Context: an optimization exercise on an open-source flow, tuned for small area, a short achievable clock period and few clock cycles per item. The choices shown serve that exercise and are no tape-out recipe. In this exercise RTL edits were held to simulation tests only and were not proved equivalent to the original. No driver is modelled on the clock port, so clocking that relies on it looks cheaper here than on a real chip. Power figures rest on the tool's default switching activity, not on a simulated workload.

Setup of alpha:
Design traj_eval, start of the top module:
module traj_eval (
    input             clk,
    input             rst,
    input             in_valid,
    output            in_ready,
    input      [63:0] t,
    input      [63:0] s,
    input      [31:0] dur,
    input      [31:0] p0,
    input      [31:0] c1,
    input      [31:0] c2,
    input      [31:0] c3,
    output reg        out_valid,
    output     [31:0] p_cmd
);
Size in the first run: roughly 3600 cells after synthesis, about 560 flip-flops, ~330 I/O pins, about 37000 um2 of cells after synthesis.
clock: 14.0 ns
lec_check: 0
cap_margin: 20
core_margin: 2
core_utilization: 40
place_density: 0.5
slew_margin: 20
synth_hierarchical: 1
standard.sh (not shown) runs the stock make flow with config.mk's settings and CLKGATE_MAP_FILE= SYNTH_SCRIPT=/design/flow/synth_recipe.tcl, a recipe that flattens the netlist after the stock synthesis.
==> flow/flow/run.sh <==
#!/bin/bash
# The standard layout (standard.sh), run unchanged apart from two
# settings passed through the environment:
#  - SETUP_SLACK_MARGIN: repair_timing treats every path with less than
#    this many ns of slack as one to improve, so the flow works towards a
#    shorter period than the 14 ns clock without changing the constraints;
#  - BUFFER_PORTS_ARGS: every input and output port still gets its own
#    buffer, a plain buf_2 instead of the delay cell buffer_ports picks.
# Each tool's output stays in ORFS's own log files under orfs/logs.
export SETUP_SLACK_MARGIN=10.15
export BUFFER_PORTS_ARGS="-buffer_cell sky130_fd_sc_hd__buf_2"
bash standard.sh > standard.log 2>&1
alpha completed end to end with timing, DRC and antenna clean.
Testbench counts of alpha, summed over its fixed seeds: cycles 48,136, items 3,200.
The inputs of beta differ from those of alpha as listed below.
diff --git a/flow/flow/run.sh b/flow/flow/run.sh
--- a/flow/flow/run.sh
+++ b/flow/flow/run.sh
@@ -2,2 +2,2 @@
-# The standard layout (standard.sh), run unchanged apart from two
-# settings passed through the environment:
+# The standard layout (standard.sh), run unchanged apart from settings
+# passed through the environment:
@@ -8 +8,3 @@
-#    buffer, a plain buf_2 instead of the delay cell buffer_ports picks.
+#    buffer, a plain buf_2 instead of the delay cell buffer_ports picks;
+#  - CTS_ARGS: ORFS's clock_tree_synthesis arguments, with larger sink
+#    clusters and without dummy loads (fewer clock buffers).
@@ -10 +12 @@
-export SETUP_SLACK_MARGIN=10.15
+export SETUP_SLACK_MARGIN=10.1
@@ -11,0 +14 @@
+export CTS_ARGS="-sink_clustering_enable -repair_clock_nets -dont_use_dummy_load -sink_clustering_size 24"
==> comparison <==
- Final cell count: beta < alpha
- Worst slew margin relative to its limit of alpha is on par with beta.
- beta reports a lower area taken by multi-input logic gates than alpha does.
- beta against alpha: met2 usage went down by 0.47 points; relative contribution of the clock network to total power decreased 2.6 points; via count of the first global-routing pass dropped 0.46%.
- Diff alpha -> beta: number of cells in the design after placement shows no meaningful change; critical path depth held steady.
- On post-layout total power, alpha loses to beta.

========
traj_eval again, from the RTL that the note above started with.
Settings: LEC_CHECK=0, CAP_MARGIN=20, CORE_MARGIN=2, CORE_UTILIZATION=50, PLACE_DENSITY=0.55, SLEW_MARGIN=20, SYNTH_HIERARCHICAL=1; clock period 14.0 ns.
==> flow/flow/run.sh <==
#!/bin/bash
# The standard layout (standard.sh), run unchanged apart from two
# settings passed through the environment:
#  - SETUP_SLACK_MARGIN: repair_timing treats every path with less than
#    this many ns of slack as one to improve, so the flow works towards a
#    shorter period than the 14 ns clock without changing the constraints;
#  - BUFFER_PORTS_ARGS: every input and output port still gets its own
#    buffer, a plain buf_1 instead of the delay cell buffer_ports picks.
# Each tool's output stays in ORFS's own log files under orfs/logs.
export SETUP_SLACK_MARGIN=10.15
export BUFFER_PORTS_ARGS="-buffer_cell sky130_fd_sc_hd__buf_1"
bash standard.sh > standard.log 2>&1
The first run produced a clean layout.
Testbench counts at the start, summed over its fixed seeds: cycles 48,136, items 3,200.
Edit:
==> flow/run.sh (new file) <==
#!/bin/bash
# synth_recipe.tcl (not shown) runs the flow's synth.tcl, then flattens the netlist and writes it again
# the make line also repeats each setting of config.mk as NAME=value (left out here)
make -C /OpenROAD-flow-scripts/flow DESIGN_CONFIG=/design/flow/config.mk WORK_HOME=/design/flow/orfs CLKGATE_MAP_FILE= SYNTH_SCRIPT=/design/flow/synth_recipe.tcl finish
Settings changed: CORE_UTILIZATION 50 to 40, PLACE_DENSITY 0.55 to unset.
removed: flow/flow/run.sh
removed: flow/standard.sh
Outcome:
- routed wire length came out lower by about 6%
- count of clock-buffer cells in the layout went up by 5
- sequential power came out higher by about 2%
- sequential share of layout area went down by 1.3 points
- die area is higher by 25%
- first-iteration DRC count went down by 2.4%
- total power decreases by 2.6%
- final area climbs by about 3.7%
- via count came out lower by about 3.2%
- core utilization drops by 9.4 points
- setup slack got worse by 660 ps

==> afterwards: timing with drivers on the ports <==
No port has a modelled driver above. Below, the same layouts with a new extraction and two added sets of constraints. Step 1 assumes that a clkbuf_16 drives the clock port and a buf_2 every other input. Step 2 adds t to the input delays and takes it off the output delays; t is the mean of the earliest and latest rising clock arrival at the registers after step 1. Input paths then give back, and output paths get back, about the clock's delay inside the block. Three values: ideal, step 1, step 2; two values: the first two.
run	shift t [ns]	slack for setup (ns)	hold WS [ns]	latest minus earliest clock arrival (ns)	slew at the worst register clock pin (ns)
alpha	0.705	10.082 / 10.017 / 9.927	0.325 / 0.325 / 0.325	0.044 / 0.044	0.06 / 0.06
beta	0.666	10.107 / 10.039 / 9.908	0.325 / 0.325 / 0.325	0.074 / 0.075	0.07 / 0.07
the first run of note 2	0.677	10.098 / 10.031 / 9.905	0.325 / 0.325 / 0.325	0.053 / 0.052	0.07 / 0.07
the second run of note 2	0.677	9.439 / 9.374 / 9.492	0.326 / 0.326 / 0.326	0.025 / 0.025	0.06 / 0.06
After both steps setup and hold are still met in every run listed. The setup slack of beta, which loses most, moves by -0.068 ns with the drivers and by -0.199 ns with both steps.
